Background: an optimization exercise with open tools, aiming at small area, a short achievable clock period and few clock cycles per item. Do not read the settings as production practice.
Function was checked by simulation only, so behaviour that the tests miss may differ from the original.

### flow/run.sh
#!/bin/bash
# Layout with the standard flow (standard.sh), changed in one way only:
# the input and output ports are buffered with sky130_fd_sc_hd__buf_1
# instead of the clkdlybuf4s50_1 delay cell the resizer picks by default.
# Every port still gets its own buffer. ORFS writes each step's log under
# orfs/logs; the make output as a whole goes to standard.log here.
set -euo pipefail
export BUFFER_PORTS_ARGS="-buffer_cell sky130_fd_sc_hd__buf_1"
bash standard.sh > standard.log 2>&1
### standard.sh
#!/bin/bash
# synth_recipe.tcl (not shown) runs the flow's synth.tcl, then flattens the netlist and writes it again
# the make line also repeats each setting of config.mk as NAME=value (left out here)
make -C /OpenROAD-flow-scripts/flow DESIGN_CONFIG=/design/flow/config.mk WORK_HOME=/design/flow/orfs CLKGATE_MAP_FILE= SYNTH_SCRIPT=/design/flow/synth_recipe.tcl "${@:-finish}"
### config.mk
export PLATFORM = sky130hd
export DESIGN_NAME = qvk_xts_enc
export DESIGN_NICKNAME = qvk_xts_enc
export VERILOG_FILES = /design/flow/design.v
export SDC_FILE = /design/flow/constraint.sdc
export NUM_CORES = 4
export LEC_CHECK = 0
export CAP_MARGIN = 20
export CORE_MARGIN = 2
export CORE_UTILIZATION = 40
export SETUP_SLACK_MARGIN = 3.2
export SLEW_MARGIN = 20
export SYNTH_HIERARCHICAL = 1
export SYNTH_MINIMUM_KEEP_SIZE = 0
### constraint.sdc
create_clock -name core_clock -period 7.0 [get_ports {clk}]
set_input_delay 1.4000 -clock core_clock [delete_from_list [all_inputs] [get_ports {clk}]]
set_output_delay 1.4000 -clock core_clock [all_outputs]
set_load 0.01 [all_outputs]
### design.v
module aes_sbox_a (
    input  wire [7:0] a,
    output wire [8:0] q      
);
  wire U0 = a[7], U1 = a[6], U2 = a[5], U3 = a[4];
  wire U4 = a[3], U5 = a[2], U6 = a[1], U7 = a[0];
  wire M1, M2, M3, M4, M5, M6, M7, M8, M9, M10, M11, M12, M13, M14, M15, M16, M17, M18, M19, M20, M21, M22, M23, M24, M25, M26, M27, M28, M29, M30, M31, M32, M33, M34, M35, M36, M37, M38, M39, M40, T1, T2, T3, T4, T5, T6, T7, T8, T9, T10, T11, T12, T13, T14, T15, T16, T17, T18, T19, T20, T21, T22, T23, T24, T25, T26, T27;
  sb_xor2 g_T1 (.a(U0), .b(U3), .y(T1));
  sb_xor2 g_T2 (.a(U0), .b(U5), .y(T2));
  sb_xor2 g_T3 (.a(U0), .b(U6), .y(T3));
  sb_xor2 g_T4 (.a(U3), .b(U5), .y(T4));
  sb_xor2 g_T5 (.a(U4), .b(U6), .y(T5));
  sb_xor2 g_T6 (.a(T1), .b(T5), .y(T6));
  sb_xor2 g_T7 (.a(U1), .b(U2), .y(T7));
  sb_xor2 g_T8 (.a(U7), .b(T6), .y(T8));
  sb_xor2 g_T9 (.a(U7), .b(T7), .y(T9));
  sb_xor2 g_T10 (.a(T6), .b(T7), .y(T10));
  sb_xor2 g_T11 (.a(U1), .b(U5), .y(T11));
  sb_xor2 g_T12 (.a(U2), .b(U5), .y(T12));
  sb_xor2 g_T13 (.a(T3), .b(T4), .y(T13));
  sb_xor2 g_T14 (.a(T6), .b(T11), .y(T14));
  sb_xor2 g_T15 (.a(T5), .b(T11), .y(T15));
  sb_xor2 g_T16 (.a(T5), .b(T12), .y(T16));
  sb_xor2 g_T17 (.a(T9), .b(T16), .y(T17));
  sb_xor2 g_T18 (.a(U3), .b(U7), .y(T18));
  sb_xor2 g_T19 (.a(T7), .b(T18), .y(T19));
  sb_xor2 g_T20 (.a(T1), .b(T19), .y(T20));
  sb_xor2 g_T21 (.a(U6), .b(U7), .y(T21));
  sb_xor2 g_T22 (.a(T7), .b(T21), .y(T22));
  sb_xor2 g_T23 (.a(T2), .b(T22), .y(T23));
  sb_xor2 g_T24 (.a(T2), .b(T10), .y(T24));
  sb_xor2 g_T25 (.a(T20), .b(T17), .y(T25));
  sb_xor2 g_T26 (.a(T3), .b(T16), .y(T26));
  sb_xor2 g_T27 (.a(T1), .b(T12), .y(T27));
  sb_nand2 g_M1 (.a(T13), .b(T6), .y(M1));
  sb_nand2 g_M2 (.a(T23), .b(T8), .y(M2));
  sb_xnor2 g_M3 (.a(T14), .b(M1), .y(M3));
  sb_nand2 g_M4 (.a(T19), .b(U7), .y(M4));
  sb_xor2 g_M5 (.a(M4), .b(M1), .y(M5));
  sb_nand2 g_M6 (.a(T3), .b(T16), .y(M6));
  sb_nand2 g_M7 (.a(T22), .b(T9), .y(M7));
  sb_xnor2 g_M8 (.a(T26), .b(M6), .y(M8));
  sb_nand2 g_M9 (.a(T20), .b(T17), .y(M9));
  sb_xor2 g_M10 (.a(M9), .b(M6), .y(M10));
  sb_nand2 g_M11 (.a(T1), .b(T15), .y(M11));
  sb_nand2 g_M12 (.a(T4), .b(T27), .y(M12));
  sb_xor2 g_M13 (.a(M12), .b(M11), .y(M13));
  sb_nand2 g_M14 (.a(T2), .b(T10), .y(M14));
  sb_xor2 g_M15 (.a(M14), .b(M11), .y(M15));
  sb_xnor2 g_M16 (.a(M3), .b(M2), .y(M16));
  sb_xor2 g_M17 (.a(M5), .b(T24), .y(M17));
  sb_xnor2 g_M18 (.a(M8), .b(M7), .y(M18));
  sb_xor2 g_M19 (.a(M10), .b(M15), .y(M19));
  sb_xor2 g_M20 (.a(M16), .b(M13), .y(M20));
  sb_xor2 g_M21 (.a(M17), .b(M15), .y(M21));
  sb_xor2 g_M22 (.a(M18), .b(M13), .y(M22));
  sb_xor2 g_M23 (.a(M19), .b(T25), .y(M23));
  sb_xnor2 g_M24 (.a(M22), .b(M23), .y(M24));
  sb_nand2 g_M25 (.a(M22), .b(M20), .y(M25));
  sb_xor2 g_M26 (.a(M21), .b(M25), .y(M26));
  sb_xnor2 g_M27 (.a(M20), .b(M21), .y(M27));
  sb_xor2 g_M28 (.a(M23), .b(M25), .y(M28));
  sb_nor2 g_M29 (.a(M28), .b(M27), .y(M29));
  sb_nor2 g_M30 (.a(M26), .b(M24), .y(M30));
  sb_nand2 g_M31 (.a(M20), .b(M23), .y(M31));
  sb_nor2 g_M32 (.a(M27), .b(M31), .y(M32));
  sb_xor2 g_M33 (.a(M27), .b(M25), .y(M33));
  sb_nand2 g_M34 (.a(M21), .b(M22), .y(M34));
  sb_nor2 g_M35 (.a(M24), .b(M34), .y(M35));
  sb_xor2 g_M36 (.a(M24), .b(M25), .y(M36));
  sb_xor2 g_M37 (.a(M21), .b(M29), .y(M37));
  sb_xor2 g_M38 (.a(M32), .b(M33), .y(M38));
  sb_xor2 g_M39 (.a(M23), .b(M30), .y(M39));
  sb_xor2 g_M40 (.a(M35), .b(M36), .y(M40));
  assign q = {M37, M38, M39, M40, T8, T10, T17, T20, T23};
endmodule
module aes_sbox_b (
    input  wire [7:0] a,
    input  wire [8:0] q,     
    output wire [7:0] y
);
  wire U0 = a[7], U1 = a[6], U2 = a[5], U3 = a[4];
  wire U4 = a[3], U5 = a[2], U6 = a[1], U7 = a[0];
  wire M37 = q[8], M38 = q[7], M39 = q[6], M40 = q[5];
  wire T8 = q[4], T10 = q[3], T17 = q[2], T20 = q[1], T23 = q[0];
  wire L0, L1, L2, L3, L4, L5, L6, L7, L8, L9, L10, L11, L12, L13, L14, L15, L16, L17, L18, L19, L20, L21, L22, L23, L24, L25, L26, L27, L28, L29, M41, M42, M43, M44, M45, M46, M47, M48, M49, M50, M51, M52, M53, M54, M55, M56, M57, M58, M59, M60, M61, M62, M63, T1, T2, T3, T4, T5, T6, T7, T9, T11, T12, T13, T15, T16, T18, T19, T21, T22, T27;
  sb_xor2 g_T1 (.a(U0), .b(U3), .y(T1));
  sb_xor2 g_T2 (.a(U0), .b(U5), .y(T2));
  sb_xor2 g_T3 (.a(U0), .b(U6), .y(T3));
  sb_xor2 g_T4 (.a(U3), .b(U5), .y(T4));
  sb_xor2 g_T5 (.a(U4), .b(U6), .y(T5));
  sb_xor2 g_T6 (.a(T1), .b(T5), .y(T6));
  sb_xor2 g_T7 (.a(U1), .b(U2), .y(T7));
  sb_xor2 g_T9 (.a(U7), .b(T7), .y(T9));
  sb_xor2 g_T11 (.a(U1), .b(U5), .y(T11));
  sb_xor2 g_T12 (.a(U2), .b(U5), .y(T12));
  sb_xor2 g_T13 (.a(T3), .b(T4), .y(T13));
  sb_xor2 g_T15 (.a(T5), .b(T11), .y(T15));
  sb_xor2 g_T16 (.a(T5), .b(T12), .y(T16));
  sb_xor2 g_T18 (.a(U3), .b(U7), .y(T18));
  sb_xor2 g_T19 (.a(T7), .b(T18), .y(T19));
  sb_xor2 g_T21 (.a(U6), .b(U7), .y(T21));
  sb_xor2 g_T22 (.a(T7), .b(T21), .y(T22));
  sb_xor2 g_T27 (.a(T1), .b(T12), .y(T27));
  sb_xor2 g_M41 (.a(M38), .b(M40), .y(M41));
  sb_xor2 g_M42 (.a(M37), .b(M39), .y(M42));
  sb_xor2 g_M43 (.a(M37), .b(M38), .y(M43));
  sb_xor2 g_M44 (.a(M39), .b(M40), .y(M44));
  sb_xor2 g_M45 (.a(M42), .b(M41), .y(M45));
  sb_nand2 g_M46 (.a(M44), .b(T6), .y(M46));
  sb_nand2 g_M47 (.a(M40), .b(T8), .y(M47));
  sb_nand2 g_M48 (.a(M39), .b(U7), .y(M48));
  sb_nand2 g_M49 (.a(M43), .b(T16), .y(M49));
  sb_nand2 g_M50 (.a(M38), .b(T9), .y(M50));
  sb_nand2 g_M51 (.a(M37), .b(T17), .y(M51));
  sb_nand2 g_M52 (.a(M42), .b(T15), .y(M52));
  sb_nand2 g_M53 (.a(M45), .b(T27), .y(M53));
  sb_nand2 g_M54 (.a(M41), .b(T10), .y(M54));
  sb_nand2 g_M55 (.a(M44), .b(T13), .y(M55));
  sb_nand2 g_M56 (.a(M40), .b(T23), .y(M56));
  sb_nand2 g_M57 (.a(M39), .b(T19), .y(M57));
  sb_nand2 g_M58 (.a(M43), .b(T3), .y(M58));
  sb_nand2 g_M59 (.a(M38), .b(T22), .y(M59));
  sb_nand2 g_M60 (.a(M37), .b(T20), .y(M60));
  sb_nand2 g_M61 (.a(M42), .b(T1), .y(M61));
  sb_nand2 g_M62 (.a(M45), .b(T4), .y(M62));
  sb_nand2 g_M63 (.a(M41), .b(T2), .y(M63));
  sb_xor2 g_L0 (.a(M61), .b(M62), .y(L0));
  sb_xor2 g_L1 (.a(M50), .b(M56), .y(L1));
  sb_xor2 g_L2 (.a(M46), .b(M48), .y(L2));
  sb_xor2 g_L3 (.a(M47), .b(M55), .y(L3));
  sb_xor2 g_L4 (.a(M54), .b(M58), .y(L4));
  sb_xor2 g_L5 (.a(M49), .b(M61), .y(L5));
  sb_xnor2 g_L6 (.a(M62), .b(L5), .y(L6));
  sb_xnor2 g_L7 (.a(M46), .b(L3), .y(L7));
  sb_xor2 g_L8 (.a(M51), .b(M59), .y(L8));
  sb_xor2 g_L9 (.a(M52), .b(M53), .y(L9));
  sb_xnor2 g_L10 (.a(M53), .b(L4), .y(L10));
  sb_xnor2 g_L11 (.a(M60), .b(L2), .y(L11));
  sb_xor2 g_L12 (.a(M48), .b(M51), .y(L12));
  sb_xnor2 g_L13 (.a(M50), .b(L0), .y(L13));
  sb_xor2 g_L14 (.a(M52), .b(M61), .y(L14));
  sb_xnor2 g_L15 (.a(M55), .b(L1), .y(L15));
  sb_xnor2 g_L16 (.a(M56), .b(L0), .y(L16));
  sb_xnor2 g_L17 (.a(M57), .b(L1), .y(L17));
  sb_xnor2 g_L18 (.a(M58), .b(L8), .y(L18));
  sb_xnor2 g_L19 (.a(M63), .b(L4), .y(L19));
  sb_xor2 g_L20 (.a(L0), .b(L1), .y(L20));
  sb_xor2 g_L21 (.a(L1), .b(L7), .y(L21));
  sb_xor2 g_L22 (.a(L3), .b(L12), .y(L22));
  sb_xor2 g_L23 (.a(L18), .b(L2), .y(L23));
  sb_xor2 g_L24 (.a(L15), .b(L9), .y(L24));
  sb_xor2 g_L25 (.a(L6), .b(L10), .y(L25));
  sb_xor2 g_L26 (.a(L7), .b(L9), .y(L26));
  sb_xor2 g_L27 (.a(L8), .b(L10), .y(L27));
  sb_xor2 g_L28 (.a(L11), .b(L14), .y(L28));
  sb_xor2 g_L29 (.a(L11), .b(L17), .y(L29));
  sb_xor2 g_y7 (.a(L6), .b(L24), .y(y[7]));
  sb_xnor2 g_y6 (.a(L16), .b(L26), .y(y[6]));
  sb_xnor2 g_y5 (.a(L19), .b(L28), .y(y[5]));
  sb_xor2 g_y4 (.a(L6), .b(L21), .y(y[4]));
  sb_xor2 g_y3 (.a(L20), .b(L22), .y(y[3]));
  sb_xor2 g_y2 (.a(L25), .b(L29), .y(y[2]));
  sb_xnor2 g_y1 (.a(L13), .b(L27), .y(y[1]));
  sb_xnor2 g_y0 (.a(L6), .b(L23), .y(y[0]));
endmodule
module aes_sbox (
    input  wire [7:0] a,
    output wire [7:0] y
);
  wire [8:0] q;
  aes_sbox_a u_a (.a(a), .q(q));
  aes_sbox_b u_b (.a(a), .q(q), .y(y));
endmodule
module sb_xor2 (input wire a, input wire b, output wire y);
  assign y = a ^ b;
endmodule
module sb_xnor2 (input wire a, input wire b, output wire y);
  assign y = ~(a ^ b);
endmodule
module sb_nand2 (input wire a, input wire b, output wire y);
  assign y = ~(a & b);
endmodule
module sb_nor2 (input wire a, input wire b, output wire y);
  assign y = ~(a | b);
endmodule
module sb_inv (input wire a, output wire y);
  assign y = ~a;
endmodule
module aes_stage_a (
    input  wire [127:0] state_in,
    output wire [143:0] q            
);
  genvar gi;
  generate
    for (gi = 0; gi < 16; gi = gi + 1) begin : g_sbox
      aes_sbox_a u_sbox (.a(state_in[127-8*gi -: 8]), .q(q[143-9*gi -: 9]));
    end
  endgenerate
endmodule
module aes_stage_b (
    input  wire [127:0] u,           
    input  wire [143:0] q,           
    input  wire [127:0] round_key,
    output wire [127:0] shifted,     
    output wire [127:0] mixed        
);
  wire [127:0] sub;
  genvar gi;
  generate
    for (gi = 0; gi < 16; gi = gi + 1) begin : g_sbox
      aes_sbox_b u_sbox (.a(u[127-8*gi -: 8]), .q(q[143-9*gi -: 9]),
                         .y(sub[127-8*gi -: 8]));
    end
  endgenerate
  generate
    for (gi = 0; gi < 16; gi = gi + 1) begin : g_shift
      localparam integer ROW = gi % 4;
      localparam integer COL = gi / 4;
      localparam integer SRC = 4 * ((COL + ROW) % 4) + ROW;
      assign shifted[127-8*gi -: 8] = sub[127-8*SRC -: 8];
    end
  endgenerate
  generate
    for (gi = 0; gi < 4; gi = gi + 1) begin : g_mix
      aes_mixadd u_mix (
          .a(shifted[127-32*gi -: 32]),
          .k(round_key[127-32*gi -: 32]),
          .b(mixed[127-32*gi -: 32])
      );
    end
  endgenerate
endmodule
module aes_mixadd (
    input  wire [31:0] a,
    input  wire [31:0] k,
    output wire [31:0] b
);
  wire [7:0] ab [0:3];     
  wire [7:0] kb [0:3];     
  wire [7:0] t  [0:3];     
  wire [7:0] xt [0:3];     
  wire [7:0] u  [0:3];     
  wire [7:0] w  [0:3];     
  genvar i, j;
  generate
    for (i = 0; i < 4; i = i + 1) begin : g_byte
      assign ab[i] = a[31-8*i -: 8];
      assign kb[i] = k[31-8*i -: 8];
    end
    for (i = 0; i < 4; i = i + 1) begin : g_col
      for (j = 0; j < 8; j = j + 1) begin : g_bit
        sb_xor2 g_t (.a(ab[i][j]), .b(ab[(i+1)%4][j]), .y(t[i][j]));
        sb_xor2 g_u (.a(ab[(i+1)%4][j]), .b(kb[i][j]), .y(u[i][j]));
        sb_xor2 g_w (.a(u[i][j]), .b(t[(i+2)%4][j]), .y(w[i][j]));
        sb_xor2 g_b (.a(xt[i][j]), .b(w[i][j]), .y(b[31-8*i-7+j]));
        if (j == 0) begin : g_x0
          assign xt[i][0] = t[i][7];
        end else if (j == 1 || j == 3 || j == 4) begin : g_xr
          sb_xor2 g_x (.a(t[i][j-1]), .b(t[i][7]), .y(xt[i][j]));
        end else begin : g_xs
          assign xt[i][j] = t[i][j-1];
        end
      end
    end
  endgenerate
endmodule
module aes256_key_step (
    input  wire [127:0] prev,
    input  wire [31:0]  u,       
    input  wire [35:0]  q,       
    input  wire [7:0]   rc,      
    output wire [127:0] next
);
  wire [31:0] t;
  genvar gi;
  generate
    for (gi = 0; gi < 4; gi = gi + 1) begin : g_sbox
      aes_sbox_b u_sbox (.a(u[31-8*gi -: 8]), .q(q[35-9*gi -: 9]),
                         .y(t[31-8*gi -: 8]));
    end
  endgenerate
  wire [31:0] p0 = prev[127:96] ^ {rc, 24'h0};
  wire [31:0] p1 = p0 ^ prev[95:64];
  wire [31:0] p2 = p1 ^ prev[63:32];
  wire [31:0] p3 = p2 ^ prev[31:0];
  generate
    for (gi = 0; gi < 32; gi = gi + 1) begin : g_add
      sb_xor2 g_0 (.a(t[gi]), .b(p0[gi]), .y(next[96+gi]));
      sb_xor2 g_1 (.a(t[gi]), .b(p1[gi]), .y(next[64+gi]));
      sb_xor2 g_2 (.a(t[gi]), .b(p2[gi]), .y(next[32+gi]));
      sb_xor2 g_3 (.a(t[gi]), .b(p3[gi]), .y(next[gi]));
    end
  endgenerate
endmodule
module aes256_key_stage_a (
    input  wire [31:0] w,
    output wire [35:0] q
);
  genvar gi;
  generate
    for (gi = 0; gi < 4; gi = gi + 1) begin : g_sbox
      aes_sbox_a u_sbox (.a(w[31-8*gi -: 8]), .q(q[35-9*gi -: 9]));
    end
  endgenerate
endmodule
module qvk_xts_enc (
    input  wire         clk,
    input  wire         rst,
    input  wire [255:0] key1,
    input  wire [255:0] key2,
    input  wire         in_valid,
    output wire         in_ready,
    input  wire         in_first,
    input  wire [127:0] in_tweak,
    input  wire [127:0] in_data,
    output wire         out_valid,
    input  wire         out_ready,
    output wire [127:0] out_data
);
  function [127:0] byte_rev(input [127:0] v);
    integer i;
    for (i = 0; i < 16; i = i + 1)
      byte_rev[127-8*i -: 8] = v[8*i +: 8];
  endfunction
  function [127:0] mul_alpha(input [127:0] t);
    reg [127:0] le;
    begin
      le = byte_rev(t);
      le = {le[126:0], 1'b0} ^ (le[127] ? 128'h87 : 128'h0);
      mul_alpha = byte_rev(le);
    end
  endfunction
  function [127:0] div_alpha(input [127:0] t);
    reg [127:0] le;
    begin
      le = byte_rev(t);
      le = {1'b0, le[127:1]} ^ (le[0] ? {1'b1, 119'h0, 8'h43} : 128'h0);
      div_alpha = byte_rev(le);
    end
  endfunction
  reg         busy;        
  reg [4:0]   pc;          
  reg         xf;          
  reg         p0;          
  reg         ks;          
  reg         twk;         
  reg         has_y;       
  reg         yfin;        
  reg         tsh;         
  reg         tw_fresh;    
  reg [127:0] state;       
  reg [127:0] mu;          
  reg [143:0] mq;          
  reg [255:0] kreg;        
  reg [31:0]  ku;          
  reg [35:0]  kq;          
  reg [127:0] tval;        
  reg         out_valid_r;
  reg [127:0] out_data_r;
  wire xfin    = xf;
  wire stall_x = xfin && !twk && out_valid_r && !out_ready;
  wire stall_y = yfin && out_valid_r && !out_ready;
  wire stall   = stall_x || stall_y;
  wire x_open = (!busy || (xfin && !twk)) && !out_valid_r;
  wire y_open = p0 && !twk && !stall_y;
  assign in_ready = x_open ? (!in_first || tw_fresh) : (y_open && !in_first);
  wire x_acc   = in_valid && x_open && (!in_first || tw_fresh);
  wire y_acc   = in_valid && y_open && !in_first;
  wire t_start = in_valid && x_open && in_first && !tw_fresh;
  wire p_start = x_acc || t_start;
  wire [127:0] load = t_start ? byte_rev(in_tweak) ^ key2[255:128]
                              : in_data ^ tval ^ key1[255:128];
  wire [143:0] qa;
  aes_stage_a u_a (.state_in(state), .q(qa));
  wire [127:0] shifted, mixed;
  aes_stage_b u_b (
      .u        (mu),
      .q        (mq),
      .round_key(kreg[127:0]),
      .shifted  (shifted),
      .mixed    (mixed)
  );
  wire [127:0] fin  = shifted ^ kreg[127:0];         
  wire         d2   = xfin ? has_y : tsh;
  wire [127:0] tfin = div_alpha(d2 ? div_alpha(tval) : tval);
  wire [31:0]  kw   = pc[1] ? kreg[31:0] : {kreg[23:0], kreg[31:24]};
  wire [35:0]  kqa;
  aes256_key_stage_a u_ka (.w(kw), .q(kqa));
  wire [4:0]   nxt  = {1'b0, pc[4:1]} + 5'd1;
  wire [7:0]   rc   = nxt[0] ? 8'h00 : (8'h01 << (nxt[4:1] - 4'd1));
  wire [127:0] key_next;
  aes256_key_step u_key (
      .prev(kreg[255:128]),
      .u   (ku),
      .q   (kq),
      .rc  (rc),
      .next(key_next)
  );
  wire       busy_n = stall ? busy : (p_start || (busy && !xf));
  wire [4:0] pc_n   = stall ? pc : p_start ? 5'd0 : busy ? pc + 5'd1 : pc;
  always @(posedge clk) begin
    if (rst) begin
      busy        <= 1'b0;
      xf          <= 1'b0;
      p0          <= 1'b0;
      ks          <= 1'b0;
      twk         <= 1'b0;
      yfin        <= 1'b0;
      tw_fresh    <= 1'b0;
      out_valid_r <= 1'b0;
    end else begin
      if (out_valid_r && out_ready)
        out_valid_r <= 1'b0;
      busy <= busy_n;
      pc   <= pc_n;
      xf   <= busy_n && (pc_n == 5'd27);
      p0   <= busy_n && (pc_n == 5'd0);
      ks   <= busy_n && !pc_n[0] && (pc_n >= 5'd2) && (pc_n <= 5'd26);
      if (!stall) begin
        mu <= state;
        mq <= qa;
        if ((xfin && !twk) || yfin) begin
          out_valid_r <= 1'b1;
          out_data_r  <= fin ^ tfin;
        end
        if (xfin && twk) begin
          tval     <= fin;
          tw_fresh <= 1'b1;
        end
        yfin <= xfin && has_y;
        if (xfin)
          tsh <= x_acc;
        state <= (p_start || y_acc) ? load : mixed;
        if (x_acc || y_acc)
          tval <= mul_alpha(tval);
        if (x_acc && in_first)
          tw_fresh <= 1'b0;
        if (p_start) begin
          twk   <= t_start;
          has_y <= 1'b0;
        end
        if (y_acc)
          has_y <= 1'b1;
        if (p0)
          kreg <= twk ? key2 : key1;
        else if (ks)
          kreg <= {kreg[127:0], key_next};
      end
    end
    ku <= kw;
    kq <= kqa;
  end
  assign out_valid = out_valid_r;
  assign out_data  = out_data_r;
endmodule
==> results of run 1 <==
## cells by family after synthesis
family / after synthesis / synth area share, %
compound gates: 542 / 3.565
mux: 542 / 7.272
buf+inv: 390 / 2.862
fa+ha+maj: 2 / 0.03233
xor+xnor: 3692 / 42.44
simple gates: 1257 / 6.203
flops: 995 / 37.63
## how the worst max path moves through the flow
stage,from,endpoint,slack [ns],depth (start not counted)
finish,mu[5],state[119],3.25,12
global route,mu[5],state[119],3.05,12
CTS,mu[117],state[17],3.15,12
detailed placement,in_valid,state[83],2.84,8
global placement,in_valid,state[83],2.88,8
floorplan,out_ready,mq[0],-1.23,4
## state kept, by name, summed over array words and instances (netlist names), 5 cells and up
| register | cells |
|---|---|
| mq | 144 |
| kq | 36 |
| mu | 128 |
| ku | 32 |
| pc | 5 |
| out_data_r | 128 |
| kreg | 256 |
| tval | 128 |
| state | 128 |
## timing repair
item	in CTS	in global routing
gates resized for setup	23	131
hold endpoints to repair	0	0
buffers inserted	0	32
setup endpoints to repair	52	183
pin swaps	0	17
## modules after synthesis, one instance, submodules excluded, a selection
module           cells  times used
qvk_xts_enc       3496           1
sb_nor2              1          80
aes_sbox_a           9          20
sb_xor2              1        2528
aes256_key_step    136           1
sb_xnor2             1         400
sb_nand2             1         600
## Yosys cell counts, types with 2 or more instances
| master | count |
|---|---|
| a21oi_1 | 397 |
| and2_1 | 2 |
| and3_1 | 3 |
| buf_1 | 24 |
| buf_2 | 54 |
| buf_4 | 182 |
| clkbuf_1 | 100 |
| dfxtp_1 | 76 |
| edfxtp_1 | 919 |
| ha_1 | 2 |
| inv_1 | 30 |
| mux2_2 | 161 |
| mux2i_1 | 381 |
| nand2_1 | 737 |
| nand2b_1 | 7 |
| nand3_1 | 2 |
| nor2_1 | 491 |
| nor2b_1 | 3 |
| nor3_1 | 3 |
| nor3b_1 | 3 |
| o211ai_1 | 3 |
| o21ai_0 | 101 |
| o21ai_1 | 31 |
| xnor2_1 | 724 |
| xnor3_1 | 32 |
| xor2_1 | 2928 |
| xor2_2 | 8 |
## final cells by class
cell class / count / area, um2
antenna: 6 / 15.01
tap: 2526 / 3161
clock buffer: 154 / 3286
clock inverter: 66 / 599.3
sequential: 995 / 29130
timing repair buffer: 1011 / 4503
fill: 18110 / 104200
inverter: 30 / 116.4
multi-input combinational: 6035 / 47400
## stage by stage
stage	instance area (um2)	utilization [%]	hold WS [ns]	setup TNS, ns
final	88200	45.85	0.4841	0
after global routing	88200	45.85	0.4953	0
after CTS	86850	45.15	0.4793	0
after detailed placement	82800	43.04	0.4689	0
after global placement	82770	43.03	0.4538	0
after floorplan	77420	-	0.4332	-583.01
## worst max-delay path, cell delays in order, from the launching register on
cell and delay (ns):
edfxtp_1 0.41, xor2_1 0.34, xor2_1 0.19, nand2_1 0.11, xor2_1 0.39, xnor2_1 0.18, xor2_1 0.18, xor2_1 0.58
xor2_1 0.56, xor2_1 0.16, xor2_1 0.19, nand2_1 0.08, o21ai_0 0.09
## layer usage
metal / vias up / global-route usage, %
met1: 27270 / 37.91
met4: 2 / 13.72
met2: 2087 / 48.16
li1: 25650 / -
met5: - / 0
met3: 423 / 3.416
==> impl_results.md, run 1 <==
* Arr. time, crit path at 4.24 ns
* Pre-antenna DRT Iters at 6
* DRC Markers at 0
* Setup ws final at 3.247 ns
* Metal3 WL at 17900 um
* Max Root-Sink Buffers at 3
* Worst setup EP type: flip-flop
* Worst skew pair latency at 0.76 ns
* Top-area cell type share of the netlist area at 35.66%
* Netlist cell types at 43
* Cell accounting for the most synthesized area: edfxtp_1
* Ys async rst share at 0%
* Detail Route Antenna Nets at 0
* Vias in the first global route at between 50000 and 60000
* WL final at 298400 um
* Syn Inst Count at approximately 7400
* Initial cell density of the core at 40.22%
* Root Buffer: clkbuf_16
* Layout area overhead at 13.99%
* Ys Warns at 8
* Via/cell ratio at 5.122
* DIE WIDTH at 443.8 um
* Post-synthesis sequential area ratio at 37.63%
* GP Congestion at between 1 and 1.5
* Net Count, Synth at 8195
* CTS Buf Count at roughly 120
* CTS tree: yes
* F_max at between 200 and 300 MHz
* Core area at 192400 um2
* Hold Buf Count CTS at 0
* Synth Register Bits at just under 1000
* Final hold violation count at 0
* Slew Limit Fails at 0
* Post-synth EDFFs at 919
* Synth area leaders: edfxtp_1 (36%), xor2_1 (33%), xnor2_1 (8.2%)
* Final worst path period share at 53.61%
* First-pass GRT wire length at 407100 um
* Layout Skew at 0.03824 ns
* Cells after DPL at 10570
* FF-to-FF End: state[119]
* Post-DR wirelength/cell at 27.57 um
* Min cycle time layout at 3.753 ns
* Reg2reg path depth at 12
* Estimated wirelength of the detail-placed design at 245000 um
* RSZ-0062 raised after global routing: true
* Met1 wire length at 123700 um
* Post-Layout Cell Count at between 10000 and 15000
* Slew @ Worst Pin at 1.137 ns
* CP Max Fanout at 5
* # H-tree levels at 3
* Worst Hold Depth at 1
* Largest net degree at the start of global routing at between 150 and 200
* Clk sink count at 995
* Die span in y at about 440 um
* R2R Path Start: mu[5]
* Hold Path End: tw_fresh
* Nets at 8964
* Top_reg_cell synth: edfxtp_1
* Max-cap check violation count at 0
* Hold Path Class: reg2reg
* Critical path class: reg2reg
* Tot GR Track Use at between 20% and 30%
* Top sig layer: met5
* Most common cell after layout, fill and taps aside: xor2_1
* HP Start: tw_fresh
* Commonest non-fill, non-tap cells in the layout: xor2_1 (2825), edfxtp_1 (919), buf_1 (902)
* Length of routed met2 wiring at 140800 um
* Iteration-0 DRC Markers at 5253
* Grt total ovfl at 0
* Req. time, crit path at 7.48 ns
* Syn Std Cell Area at around 77000 um2
* IO Count at 903
* Crit path launch type: flip-flop
* Setup violators final at 0
* Initial antenna violation count at 13
* R2r setup slk at about 3.2 ns
* Outcome: complete, no violations
* IO buf count at ~900
* Clock Pin Slew Worst Setup and Hold Paths at 0.06 ns
* # rows at 161
* Area of the die at just under 200000 um2
* Via count at 55440
* Fraction of layout cells with a size suffix above 1 at 7.659%
* Syn avg cell area at 10.43 um2
* Max_slew headroom at 24.13%
* Pre-CTS setup slack at between 2 and 3 ns
Testbench counts, summed over its fixed seeds: cycles 65,052, blocks 4,608.
==> inputs of run 2 (changes only) <==
--- a/design.v
+++ b/design.v
@@ -304,6 +304,9 @@
     end
   endgenerate
 endmodule
+module sb_nand3 (input wire a, input wire b, input wire c, output wire y);
+  assign y = ~(a & b & c);
+endmodule
 module qvk_xts_enc (
     input  wire         clk,
     input  wire         rst,
@@ -390,6 +393,7 @@
   wire [4:0]   nxt  = {1'b0, pc[4:1]} + 5'd1;
   wire [7:0]   rc   = nxt[0] ? 8'h00 : (8'h01 << (nxt[4:1] - 4'd1));
   wire [127:0] key_next;
+  wire [255:0] kstep = {kreg[127:0], key_next};
   aes256_key_step u_key (
       .prev(kreg[255:128]),
       .u   (ku),
@@ -397,6 +401,19 @@
       .rc  (rc),
       .next(key_next)
   );
+  wire [255:0] kreg_d;
+  wire         sel_k1 = p0 && !twk;
+  wire         sel_k2 = p0 && twk;
+  genvar gk;
+  generate
+    for (gk = 0; gk < 256; gk = gk + 1) begin : g_kd
+      wire n1, n2, n3;
+      sb_nand2 g_1 (.a(key1[gk]), .b(sel_k1), .y(n1));
+      sb_nand2 g_2 (.a(key2[gk]), .b(sel_k2), .y(n2));
+      sb_nand2 g_3 (.a(kstep[gk]), .b(!p0), .y(n3));
+      sb_nand3 g_m (.a(n1), .b(n2), .c(n3), .y(kreg_d[gk]));
+    end
+  endgenerate
   wire       busy_n = stall ? busy : (p_start || (busy && !xf));
   wire [4:0] pc_n   = stall ? pc : p_start ? 5'd0 : busy ? pc + 5'd1 : pc;
   always @(posedge clk) begin
@@ -442,10 +459,8 @@
         end
         if (y_acc)
           has_y <= 1'b1;
-        if (p0)
-          kreg <= twk ? key2 : key1;
-        else if (ks)
-          kreg <= {kreg[127:0], key_next};
+        if (p0 || ks)
+          kreg <= kreg_d;
       end
     end
     ku <= kw;
--- a/config.mk
+++ b/config.mk
@@ -7,8 +7,9 @@
 export LEC_CHECK = 0
 export CAP_MARGIN = 20
 export CORE_MARGIN = 2
-export CORE_UTILIZATION = 40
-export SETUP_SLACK_MARGIN = 3.2
+export CORE_UTILIZATION = 55
+export CTS_BUF_LIST = sky130_fd_sc_hd__clkbuf_4 sky130_fd_sc_hd__clkbuf_8
+export SETUP_SLACK_MARGIN = 3.5
 export SLEW_MARGIN = 20
 export SYNTH_HIERARCHICAL = 1
 export SYNTH_MINIMUM_KEEP_SIZE = 0
==> run 2 against run 1 <==
  * Die area shrank 28%
  * Sequential cell count did not move
  * Register-to-register slack better by 0.17 ns
  * Cell count about the same
  * Count of clock-buffer cells in the layout up 74
  * First-iteration DRC count increased by 31%
  * Largest cell class unchanged
==> impl_results.md, run 2 <==
* Metal3 WL at 30660 um (was 17900 um)
* Hold Buf Count CTS at 0 (unchanged)
* Area of the die at 141700 um2 (was 197000 um2)
* CTS tree: yes (unchanged)
* Min cycle time layout at 3.583 ns (was 3.753 ns)
* Most flops, register: kreg (unchanged)
* Via/cell ratio at 5.577 (was 5.122)
* HP Start: tw_fresh (unchanged)
* Initial cell density of the core at 55.47% (was 40.22%)
* Worst skew pair latency at 0.94 ns (was 0.76 ns)
* Max_slew headroom at 11.46% (was 24.13%)
* FF-to-FF End: kreg[68] (was state[119])
* Layout area overhead at 20.36% (was 13.99%)
* Slew @ Worst Pin at 1.319 ns (was 1.137 ns)
* Nets at 9653 (was 8964)
* Critical path class: reg2reg (unchanged)
* Crit path launch type: flip-flop (unchanged)
* # H-tree levels at 4 (was 3)
* Clk sink count at 995 (unchanged)
* Worst Hold Depth at 1 (unchanged)
* Ys async rst share at 0% (unchanged)
* Fillers at 11270 (was 18110)
* Req. time, crit path at 7.49 ns (was 7.48 ns)
* Post-synthesis compound-gate area fraction at 2.841% (was 3.565%)
* Net Count, Synth at 8513 (was 8195)
* DRC Markers at 0 (unchanged)
* F_max at 279.1 MHz (was 266.5 MHz)
* Post-DR wirelength/cell at 27.06 um (was 27.57 um)
* Worst setup EP type: flip-flop (unchanged)
* First-pass GRT wire length at 397800 um (was 407100 um)
* Fraction of layout cells with a size suffix above 1 at 13.32% (was 7.659%)
* Ys Warns at 8 (unchanged)
* Largest family of logic cells by synthesized area: XOR/XNOR gates (unchanged)
* Arr. time, crit path at 4.07 ns (was 4.24 ns)
* Post-synthesis xor/xnor area fraction at 43.04% (was 42.44%)
* Vias in the first global route at 57300 (was 54360)
* GP Congestion at 1.025 (was 1.056)
* Root Buffer: clkbuf_8 (was clkbuf_16)
* Grt total ovfl at 0 (unchanged)
* Core area at 137500 um2 (was 192400 um2)
* Most common cell after layout, fill and taps aside: xor2_1 (unchanged)
* Final hold slack at 0.4872 ns (was 0.4841 ns)
* Max-cap check violation count at 0 (unchanged)
* Detail Route Antenna Nets at 0 (unchanged)
* Post-synth EDFFs at 919 (unchanged)
* Clock Pin Slew Worst Setup and Hold Paths at 0.06 ns (about the same)
* Syn Std Cell Area at 76270 um2 (was 77380 um2)
* Die span in y at 376.4 um (was 443.8 um)
* Synth Area in Simple Gates at 11.15% (was 6.203%)
* # rows at 136 (was 161)
* Multiplexer area fraction after synthesis at 2.126% (was 7.272%)
* Syn avg cell area at 9.857 um2 (was 10.43 um2)
* Largest net degree at the start of global routing at 134 (was 180)
* Area occupied by multi-input gates at 50060 um2 (was 47400 um2)
* Reg2reg path depth at 10 (was 12)
* Post-synthesis sequential area ratio at 38.18% (was 37.63%)
* Setup tns final at 0 ns (unchanged)
* Largest register FFs at 256 (unchanged)
* Hold Path Class: reg2reg (unchanged)
* Largest registers: kreg (256), mq (144) (unchanged)
* Setup violators final at 0 (unchanged)
* Commonest non-fill, non-tap cells in the layout: xor2_1 (2553), nand2_1 (1500), edfxtp_1 (919) (was xor2_1 (2825), edfxtp_1 (919), buf_1 (902))
* Syn Inst Count at 7738 (was 7420)
* Most frequent cell after synthesis: xor2_1 (unchanged)
* Estimated wirelength of the detail-placed design at 230300 um (was 245000 um)
* Top sig layer: met5 (unchanged)
* Cell accounting for the most synthesized area: edfxtp_1 (unchanged)
* Top_reg_cell synth: edfxtp_1 (unchanged)
* Tot GR Track Use at 39.42% (was 29.11%)
* Length of routed met2 wiring at 129500 um (was 140800 um)
* Synth area leaders: edfxtp_1 (36%), xor2_1 (34%), xnor2_1 (8.4%) (was edfxtp_1 (36%), xor2_1 (33%), xnor2_1 (8.2%))
* RSZ-0062 raised after global routing: true (unchanged)
* CTS Buf Count at 181 (was 116)
* Synth Area in Adders at 0.03281% (was 0.03234%)
* IO Count at 903 (unchanged)
* Via count at 60370 (was 55440)
* R2r setup slk at 3.42 ns (was 3.25 ns)
* Synth Register Bits at 995 (unchanged)
* Met1 wire length at 115600 um (was 123700 um)
* Outcome: complete, no violations (unchanged)
* DIE WIDTH at 376.4 um (was 443.8 um)
* Hold Path End: tw_fresh (unchanged)
* Max Root-Sink Buffers at 3 (unchanged)
* R2R Path Start: ku[2] (was mu[5])
* Iteration-0 DRC Markers at 6876 (was 5253)
* Register area at 29130 um2 (about the same)
* Commonest cells in the netlist: xor2_1 (2919), nand2_1 (1509), edfxtp_1 (919) (was xor2_1 (2928), edfxtp_1 (919), nand2_1 (737))
* Initial antenna violation count at 23 (was 13)
* Final hold violation count at 0 (unchanged)
* Netlist cell types at 46 (was 43)
* Pre-antenna DRT Iters at 8 (was 6)
* IO buf count at 902 (unchanged)
* Final worst path period share at 51.18% (was 53.61%)
* Slew Limit Fails at 0 (unchanged)
* Layout Skew at 0.03550 ns (was 0.03824 ns)
* Top-area cell type share of the netlist area at 36.18% (was 35.66%)
* WL final at 292900 um (was 298400 um)
* CP Max Fanout at 4 (was 5)
## run 2: repair_timing
item,in CTS,in global routing
endpoints found under the setup margin,243,318
gates cloned,0,3
pin swaps,35,113
buffers inserted,71,190
gates resized for setup,223,363
## run 2: worst max-delay path, stage by stage (launching register included)
cell and delay, ns:
dfxtp_1 0.43, xor2_1 0.25, xor2_1 0.21, nand2_1 0.12, xor2_1 0.20, xnor2_1 0.31, xor2_1 0.22, xor2_1 0.74
xor2_1 0.14, nand2_1 0.11, nand3_1 0.41
## run 2: kinds of logic after synthesis
kind of cell,after synthesis
AOI/OAI and AO/OA,418
buffers and inverters,321
xor gates and xnor gates,3691
adders and majority gates,2
and+or+nand+nor,2153
muxes,158
DFF,995
## run 2: area by class of cell
| type | count | area share, % |
|---|---|---|
| Multi-Input combinational cell | 6423 | 54.54 |
| Sequential cell | 995 | 31.73 |
| Timing Repair Buffer | 1246 | 7.143 |
| Clock buffer | 228 | 3.146 |
| Tap cell | 1794 | 2.445 |
| Clock inverter | 102 | 0.8423 |
| Inverter | 31 | 0.1390 |
| Antenna cell | 6 | 0.01636 |
## run 2: worst max-delay path by stage
stage / from / to / slack, ns / cells past startpoint
3_5_place_dp: rst / mu[69] / 2.49 / 6
6_report: ku[2] / kreg[68] / 3.42 / 10
3_3_place_gp: rst / mq[77] / 2.62 / 6
5_1_grt: mu[33] / state[22] / 3.32 / 12
4_1_cts: mu[44] / state[115] / 3.42 / 11
2_1_floorplan: out_ready / mq[0] / -1.25 / 4
## run 2: per-stage QoR
stage	instance area [um2]	worst slack [ns]	instances	util, %
after floorplan	76680	-1.251	7738	-
after global placement	81130	2.616	10230	59.01
after detailed placement	81170	2.495	10230	59.03
after CTS	87280	3.416	10630	63.48
after global routing	91790	3.320	10820	66.76
final	91800	3.417	10830	66.77
## run 2: metal layers
metal  up-vias  global-route usage [%]
li1      26950                       -
met1     29590                   52.64
met2      3202                   59.68
met3       631                   9.424
met4         6                   20.20
met5         -                       0
## run 2: per-module statistics from Yosys (local to each module, per instance), excerpt
module,flip-flops and latches,cells,times used,area [um2]
sb_xnor2,0,1,400,8.758
sb_xor2,0,1,2528,8.758
aes_sbox_a,0,9,20,67.56
sb_nand2,0,1,1368,3.754
qvk_xts_enc,995,2790,1,40990
sb_nand3,0,1,256,5.005
sb_nor2,0,1,80,3.754
aes256_key_step,0,136,1,1572
Testbench counts of run 2, summed over its fixed seeds: cycles 65,052, blocks 4,608.
==> inputs of run 3 (changes only) <==
--- a/config.mk
+++ b/config.mk
@@ -13,3 +13,4 @@
 export SLEW_MARGIN = 20
 export SYNTH_HIERARCHICAL = 1
 export SYNTH_MINIMUM_KEEP_SIZE = 0
+export TNS_END_PERCENT = 40
==> run 3 against run 2 <==
  * Critical path depth rose by 2
  * First-iteration DRC count is essentially flat
  * Hold slack better by 0.013 ns
  * Final area shrank 2.2%
  * Cell count shrank 0.52%
  * Register-to-register slack got worse by 0.07 ns
==> impl_results.md, run 3 <==
* Outcome: complete, no violations (unchanged)
* Worst Hold Depth at 0 (was 1)
* Cell chain of the critical path: buf_4 > buf_12 > ha_1 > nand2b_1 > o21ai_0 > a2bb2oi_1 > nor2_1 > xor2_2 > xnor3_1 > xor2_1 > nand2_1 > nand3_1 (was xor2_1 > xor2_1 > nand2_1 > xor2_1 > xnor2_1 > xor2_1 > xor2_1 > xor2_1 > nand2_1 > nand3_1)
* Top-area cell type share of the netlist area at 36.18% (unchanged)
* Root Buffer: clkbuf_8 (unchanged)
* R2R Path Start: pc[1] (was ku[2])
* Net Count, Synth at 8513 (unchanged)
* Area of the die at 141700 um2 (unchanged)
* Slew @ Worst Pin at 1.177 ns (was 1.319 ns)
* Final worst path period share at 52.15% (was 51.18%)
* Initial antenna violation count at 14 (was 23)
* IO Count at 903 (unchanged)
* Vias in the first global route at 57170 (was 57300)
* Layout Skew at 0.04549 ns (was 0.03550 ns)
* CTS Buf Count at 182 (was 181)
* FF-to-FF End: kreg[26] (was kreg[68])
* # rows at 136 (unchanged)
* CTS tree: yes (unchanged)
* R2r setup slk at 3.35 ns (was 3.42 ns)
* DIE WIDTH at 376.4 um (unchanged)
* First-pass GRT wire length at 391900 um (was 397800 um)
* Reg2reg path depth at 12 (was 10)
* Post-synth EDFFs at 919 (unchanged)
* WL final at 285400 um (was 292900 um)
* # H-tree levels at 4 (unchanged)
* Clock Pin Slew Worst Setup and Hold Paths at 0.06 ns (about the same)
* Largest stage delay, worst path at 0.76 ns (was 0.74 ns)
* Arr. time, crit path at 4.32 ns (was 4.07 ns)
* Critical path class: reg2reg (unchanged)
* Max-cap check violation count at 0 (unchanged)
* Initial cell density of the core at 55.47% (unchanged)
* Core area at 137500 um2 (unchanged)
* Crit-path slowest cell: xor2_2 (was xor2_1)
* Cell accounting for the most synthesized area: edfxtp_1 (unchanged)
* Finished Cell Area at 89820 um2 (was 91800 um2)
* F_max at 273.9 MHz (was 279.1 MHz)
* Commonest cells in the netlist: xor2_1 (2919), nand2_1 (1509), edfxtp_1 (919) (unchanged)
* Worst skew pair latency at 0.95 ns (was 0.94 ns)
* Placement Cell Area at 81000 um2 (was 81170 um2)
* Detail Route Antenna Nets at 0 (unchanged)
* Tot GR Track Use at 38.66% (was 39.42%)
* Netlist cell types at 46 (unchanged)
* Ys async rst share at 0% (unchanged)
* Max_slew headroom at 21.00% (was 11.46%)
* Top_reg_cell synth: edfxtp_1 (unchanged)
* Synth Register Bits at 995 (unchanged)
* Slew Limit Fails at 0 (unchanged)
* Pre-CTS setup slack at 2.824 ns (was 2.495 ns)
* Min cycle time layout at 3.651 ns (was 3.583 ns)
* Setup ws final at 3.349 ns (was 3.417 ns)
* Hold Path Class: reg2reg (unchanged)
* Estimated wirelength of the detail-placed design at 223300 um (was 230300 um)
* Hold Buf Count CTS at 0 (unchanged)
* Max Root-Sink Buffers at 3 (unchanged)
* Largest net degree at the start of global routing at 150 (was 134)
* Layout area overhead at 17.76% (was 20.36%)
* Final hold violation count at 0 (unchanged)
* Via/cell ratio at 5.566 (was 5.577)
* DRC Markers at 0 (unchanged)
* Via count at 59950 (was 60370)
* Worst setup EP type: flip-flop (unchanged)
* Fraction of layout cells with a size suffix above 1 at 11.23% (was 13.32%)
* Most frequent cell after synthesis: xor2_1 (unchanged)
* Syn Inst Count at 7738 (unchanged)
* HP Start: state[91] (was tw_fresh)
* Syn Std Cell Area at 76270 um2 (unchanged)
* Most common cell after layout, fill and taps aside: xor2_1 (unchanged)
* RSZ-0062 raised after global routing: true (unchanged)
* Req. time, crit path at 7.67 ns (was 7.49 ns)
* Syn avg cell area at 9.857 um2 (unchanged)
* Iteration-0 DRC Markers at 6878 (was 6876)
* Largest register FFs at 256 (unchanged)
* Nets at 9594 (was 9653)
* Die span in y at 376.4 um (unchanged)
* Crit path launch type: flip-flop (unchanged)
* Clk sink count at 995 (unchanged)
* Setup violators final at 0 (unchanged)
* CP Max Fanout at 18 (was 4)
* Post-DR wirelength/cell at 26.50 um (was 27.06 um)
* Hold Path End: mu[91] (was tw_fresh)
* Ys Warns at 8 (unchanged)
* Post-synthesis sequential area ratio at 38.18% (unchanged)
* Most flops, register: kreg (unchanged)
* Largest registers: kreg (256), mq (144) (unchanged)
* Setup tns final at 0 ns (unchanged)
* Grt total ovfl at 0 (unchanged)
* Pre-antenna DRT Iters at 6 (was 8)
* Synth area leaders: edfxtp_1 (36%), xor2_1 (34%), xnor2_1 (8.4%) (unchanged)
* GP Congestion at 1.009 (was 1.025)
* IO buf count at 902 (unchanged)
* Commonest non-fill, non-tap cells in the layout: xor2_1 (2662), nand2_1 (1502), edfxtp_1 (919) (was xor2_1 (2553), nand2_1 (1500), edfxtp_1 (919))
==> run 3: worst max-delay path by stage <==
stage	slack, ns	startpoint	endpoint
after floorplan	-1.25	out_ready	mq[0]
after global routing	3.24	pc[1]	kreg[26]
after CTS	3.31	mu[114]	state[6]
after detailed placement	2.82	rst	mu[57]
after global placement	2.93	rst	mq[65]
final	3.35	pc[1]	kreg[26]
==> run 3: routing by layer <==
metal  global-route usage (%)  vias up  routed length, um
met2                    58.58     3239             125800
met4                    19.31        4              16450
met1                    52.85    29230             115100
met5                        0        -                 26
li1                         -    26900                  -
met3                    7.612      569              28090
==> run 3: logic make-up after synthesis <==
family	synth area share [%]
xor gates and xnor gates	43.04
and+or+nand+nor	11.15
DFF	38.18
AOI/OAI and AO/OA	2.841
buffers and inverters	2.630
muxes	2.126
adders and majority gates	0.03280
==> run 3: modules after synthesis (local to each module, per instance), excerpt <==
module	flops+latches	copies in the design	cells	area [um2]
sb_nand2	0	1368	1	3.754
sb_nor2	0	80	1	3.754
sb_xnor2	0	400	1	8.758
sb_xor2	0	2528	1	8.758
aes_sbox_a	0	20	9	67.56
qvk_xts_enc	995	1	2790	40990
aes256_key_step	0	1	136	1572
sb_nand3	0	256	1	5.005
==> run 3: cell type report <==
| cell class | count | area, um2 |
|---|---|---|
| timing repair buffer | 1187 | 5944 |
| fill | 11500 | 47670 |
| tap | 1794 | 2245 |
| sequential | 995 | 29120 |
| clock buffer | 241 | 2985 |
| clock inverter | 96 | 822.0 |
| inverter | 31 | 127.6 |
| multi-input combinational | 6422 | 48560 |
| antenna | 3 | 7.507 |
==> run 3: repair_timing <==
| action | 4_1_cts | 5_1_grt |
|---|---|---|
| resized for setup | 150 | 252 |
| cloned | 0 | 1 |
| pin swaps | 16 | 106 |
| hold endpoints to repair | 0 | 0 |
| endpoints found under the setup margin | 175 | 243 |
| buffers inserted | 39 | 183 |
==> run 3: critical path, delay by kind of cell (launching register included) <==
kind,cells,cell delay [ns]
fa+ha+maj,1,0.26
xor+xnor,3,1.44
buf+inv,2,0.31
simple gates,4,0.60
flops,1,0.41
compound gates,2,0.36
==> run 3: stage by stage <==
stage / hold WS [ns] / cells / utilization (%)
global route: 0.5042 / 10770 / 65.32
finish: 0.5005 / 10770 / 65.33
detailed placement: 0.4705 / 10210 / 58.91
global placement: 0.4711 / 10210 / 58.89
floorplan: 0.4473 / 7738 / -
CTS: 0.4970 / 10580 / 62.81
==> inputs of run 4 (changes only) <==
--- a/config.mk
+++ b/config.mk
@@ -9,8 +9,7 @@
 export CORE_MARGIN = 2
 export CORE_UTILIZATION = 55
 export CTS_BUF_LIST = sky130_fd_sc_hd__clkbuf_4 sky130_fd_sc_hd__clkbuf_8
-export SETUP_SLACK_MARGIN = 3.5
+export SETUP_SLACK_MARGIN = 3.3
 export SLEW_MARGIN = 20
 export SYNTH_HIERARCHICAL = 1
 export SYNTH_MINIMUM_KEEP_SIZE = 0
-export TNS_END_PERCENT = 40
==> run 4 against run 3 <==
  * Still clean
  * Clock skew fell by 0.0019 ns
  * Fmax decreased by 1.3%
  * Cell count fell by 1.4%
  * Non-clock buffer count is 151 lower
  * Count of clock-buffer cells in the layout is 13 lower
  * Die area stayed put
  * Worst setup slack worse by 0.047 ns
  * Register-to-register slack got worse by 0.05 ns
  * Highest routed layer unchanged
==> impl_results.md, run 4 <==
* Final worst path period share at 52.82% (was 52.15%)
* Initial antenna violation count at 22 (was 14)
* DIE WIDTH at 376.4 um (unchanged)
* GP Congestion at 1.025 (was 1.009)
* Clk sink count at 995 (unchanged)
* Crit-path slowest cell: edfxtp_1 (was xor2_2)
* Ys async rst share at 0% (unchanged)
* # rows at 136 (unchanged)
* Via count at 59190 (was 59950)
* Post-DR wirelength/cell at 26.94 um (was 26.50 um)
* Commonest non-fill, non-tap cells in the layout: xor2_1 (2762), nand2_1 (1506), edfxtp_1 (919) (was xor2_1 (2662), nand2_1 (1502), edfxtp_1 (919))
* Commonest cells in the netlist: xor2_1 (2919), nand2_1 (1509), edfxtp_1 (919) (unchanged)
* DRC Markers at 0 (unchanged)
* Hold Buf Count CTS at 0 (unchanged)
* Post-synth EDFFs at 919 (unchanged)
* F_max at 270.5 MHz (was 273.9 MHz)
* Register area at 29120 um2 (unchanged)
* Placement Cell Area at 81170 um2 (was 81000 um2)
* Arr. time, crit path at 4.47 ns (was 4.32 ns)
* Most common cell after layout, fill and taps aside: xor2_1 (unchanged)
* IO Count at 903 (unchanged)
* Slew Limit Fails at 0 (unchanged)
* Post-synthesis sequential area ratio at 38.18% (unchanged)
* Syn Std Cell Area at 76270 um2 (unchanged)
* Worst skew pair latency at 0.95 ns (about the same)
* First-pass GRT wire length at 394500 um (was 391900 um)
* Fillers at 11810 (was 11500)
* Area of the die at 141700 um2 (unchanged)
* Largest registers: kreg (256), mq (144) (unchanged)
* Most flops, register: kreg (unchanged)
* Die span in y at 376.4 um (unchanged)
* Synth area leaders: edfxtp_1 (36%), xor2_1 (34%), xnor2_1 (8.4%) (unchanged)
* Layout area overhead at 14.63% (was 17.76%)
* Root Buffer: clkbuf_8 (unchanged)
* CTS Buf Count at 181 (was 182)
* Largest register FFs at 256 (unchanged)
* Setup violators final at 0 (unchanged)
* Clock Pin Slew Worst Setup and Hold Paths at 0.06 ns (about the same)
* CP Max Fanout at 3 (was 18)
* Via/cell ratio at 5.576 (was 5.566)
* Largest stage delay, worst path at 0.46 ns (was 0.76 ns)
* Core area at 137500 um2 (unchanged)
* Vias in the first global route at 56680 (was 57170)
* Ys Warns at 8 (unchanged)
* Synth Register Bits at 995 (unchanged)
* Cell accounting for the most synthesized area: edfxtp_1 (unchanged)
* Req. time, crit path at 7.77 ns (was 7.67 ns)
* Final hold violation count at 0 (unchanged)
* Crit path launch type: flip-flop (unchanged)
* Fraction of layout cells with a size suffix above 1 at 8.260% (was 11.23%)
* Min cycle time layout at 3.697 ns (was 3.651 ns)
* Critical path class: reg2reg (unchanged)
* Worst path most repeated cell: xor2_1
* Max_slew headroom at 17.16% (was 21.00%)
* Max-cap check violation count at 0 (unchanged)
* Initial cell density of the core at 55.47% (unchanged)
* Tot GR Track Use at 39.07% (was 38.66%)
* Largest net degree at the start of global routing at 134 (was 150)
* Max Root-Sink Buffers at 3 (unchanged)
* Iteration-0 DRC Markers at 6329 (was 6878)
* Nets at 9442 (was 9594)
* Pre-antenna DRT Iters at 6 (unchanged)
* Worst setup EP type: flip-flop (unchanged)
* Finished Cell Area at 87430 um2 (was 89820 um2)
* # H-tree levels at 4 (unchanged)
* WL final at 285900 um (was 285400 um)
* IO buf count at 902 (unchanged)
* Area occupied by multi-input gates at 47590 um2 (was 48560 um2)
* CTS tree: yes (unchanged)
* Top_reg_cell synth: edfxtp_1 (unchanged)
* Syn Inst Count at 7738 (unchanged)
* Layout Skew at 0.04358 ns (was 0.04549 ns)
* Syn avg cell area at 9.857 um2 (unchanged)
* Outcome: complete, no violations (unchanged)
* RSZ-0062 raised after global routing: true (unchanged)
* Top-area cell type share of the netlist area at 36.18% (unchanged)
* Cell chain of the critical path: xor2_1 > xor2_1 > nand2_1 > xor2_1 > xnor2_1 > xor2_1 > xor2_2 > buf_4 > xor2_1 > xor2_1 > xor2_1 > nand2_1 > o21ai_1 (was buf_4 > buf_12 > ha_1 > nand2b_1 > o21ai_0 > a2bb2oi_1 > nor2_1 > xor2_2 > xnor3_1 > xor2_1 > nand2_1 > nand3_1)
* Slew @ Worst Pin at 1.234 ns (was 1.177 ns)
* Netlist cell types at 46 (unchanged)
* Estimated wirelength of the detail-placed design at 230300 um (was 223300 um)
* Most frequent cell after synthesis: xor2_1 (unchanged)
* Hold Path Class: reg2reg (unchanged)
* Detail Route Antenna Nets at 0 (unchanged)
* Net Count, Synth at 8513 (unchanged)
* Grt total ovfl at 0 (unchanged)
==> run 4: cell counts after synthesis <==
No cell type changed its count.
==> run 4: through the flow <==
step	utilization [%]	hold slack, ns	std cells	worst slack (ns)	setup TNS, ns
after detailed placement	59.03	0.4772	10230	2.495	0
after global routing	63.58	0.5049	10610	3.175	0
final	63.59	0.4906	10610	3.303	0
after global placement	59.01	0.4574	10230	2.616	0
after CTS	62.26	0.4848	10560	3.250	0
after floorplan	-	0.4473	7738	-1.251	-596.41
==> run 4: kinds of logic (layout without fill, tap and decap cells) <==
kind of cell | after synthesis | count (layout) | synth area share [%]
compound gates | 418 | 418 | 2.841
xor+xnor | 3691 | 3691 | 43.04
fa+ha+maj | 2 | 2 | 0.03280
buf+inv | 321 | 1397 | 2.630
flops | 995 | 995 | 38.18
mux | 158 | 158 | 2.126
other cells | 0 | 6 | 0
simple gates | 2153 | 2153 | 11.15
==> run 4: what timing repair did <==
item / 4_1_cts / 5_1_grt
gates resized for setup: 96 / 165
pin swaps: 5 / 38
buffers inserted: 7 / 46
endpoints found under the setup margin: 127 / 161
==> run 4: worst max-delay path, delay by kind of cell (launching register included) <==
kind	cells	cell delay [ns]
AO/OA/AOI/OAI	1	0.10
XOR/XNOR	9	2.54
flip-flops	1	0.46
AND/OR/NAND/NOR	2	0.24
buffers and inverters	1	0.21
==> run 4: Yosys stat by module, one instance, submodules excluded, excerpt <==
module           cells  flip-flops and latches  area (um2)  times used
sb_nand3             1                       0       5.005         256
sb_nand2             1                       0       3.754        1368
sb_nor2              1                       0       3.754          80
sb_xor2              1                       0       8.758        2528
sb_xnor2             1                       0       8.758         400
aes256_key_step    136                       0        1572           1
qvk_xts_enc       2790                     995       40990           1
aes_sbox_a           9                       0       67.56          20
==> run 4: area by class of cell <==
type | instances | share of cell area, %
Clock inverter | 102 | 0.8844
Antenna cell | 6 | 0.01717
Clock buffer | 228 | 3.303
Sequential cell | 995 | 33.31
Timing Repair Buffer | 1036 | 5.342
Tap cell | 1794 | 2.567
Inverter | 31 | 0.1460
Multi-Input combinational cell | 6422 | 54.43
==> run 4: metal layers <==
layer / vias to the layer above / share of wire (%) / global-route usage [%]
met2: 3082 / 44 / 59.15
met5: - / 0.025 / 0
met1: 28820 / 40 / 52.26
li1: 26690 / - / -
met4: 12 / 5.8 / 19.66
met3: 581 / 10 / 9.374
==> run 4: path summary, 6_finish.rpt <==
path	startpoint	endpoint	slack (ns)	cells past startpoint
setup / recovery	mu[28]	state[3]	3.30	13
hold / removal	tw_fresh	tw_fresh	0.49	1
setup reg to reg	mu[28]	state[3]	3.30	13
hold reg to reg	tw_fresh	tw_fresh	0.49	1

==> re-timing with driven ports <==
Ports are ideal in the flow. The routed layouts listed here were re-timed in OpenROAD. Step 1, drivers: a clkbuf_16 drives clk and a buf_2 each remaining input, both assumed. Step 2 adds t to the input delays and takes it off the output delays; t is the mean of the earliest and latest rising clock arrival at the registers after step 1. Input paths then give back, and output paths get back, about the clock's delay inside the block. a / b / c = ideal ports / drivers / drivers and shift; a / b = the first two.
| run | t (ns) | slack for setup (ns) | worst data-port slew with drivers (ns) |
|---|---|---|---|
| run 1 | 0.834 | 3.247 / 3.247 / 2.796 | 0.33 |
| run 2 | 1.012 | 3.417 / 3.417 / 2.626 | 0.14 |
| run 3 | 1.014 | 3.349 / 3.324 / 2.707 | 0.17 |
| run 4 | 1.016 | 3.303 / 3.303 / 2.401 | 0.16 |
After both steps every run listed still meets setup and hold. The setup slack of run 4, which loses most, moves by 0.000 ns with the drivers and by -0.902 ns with both steps.
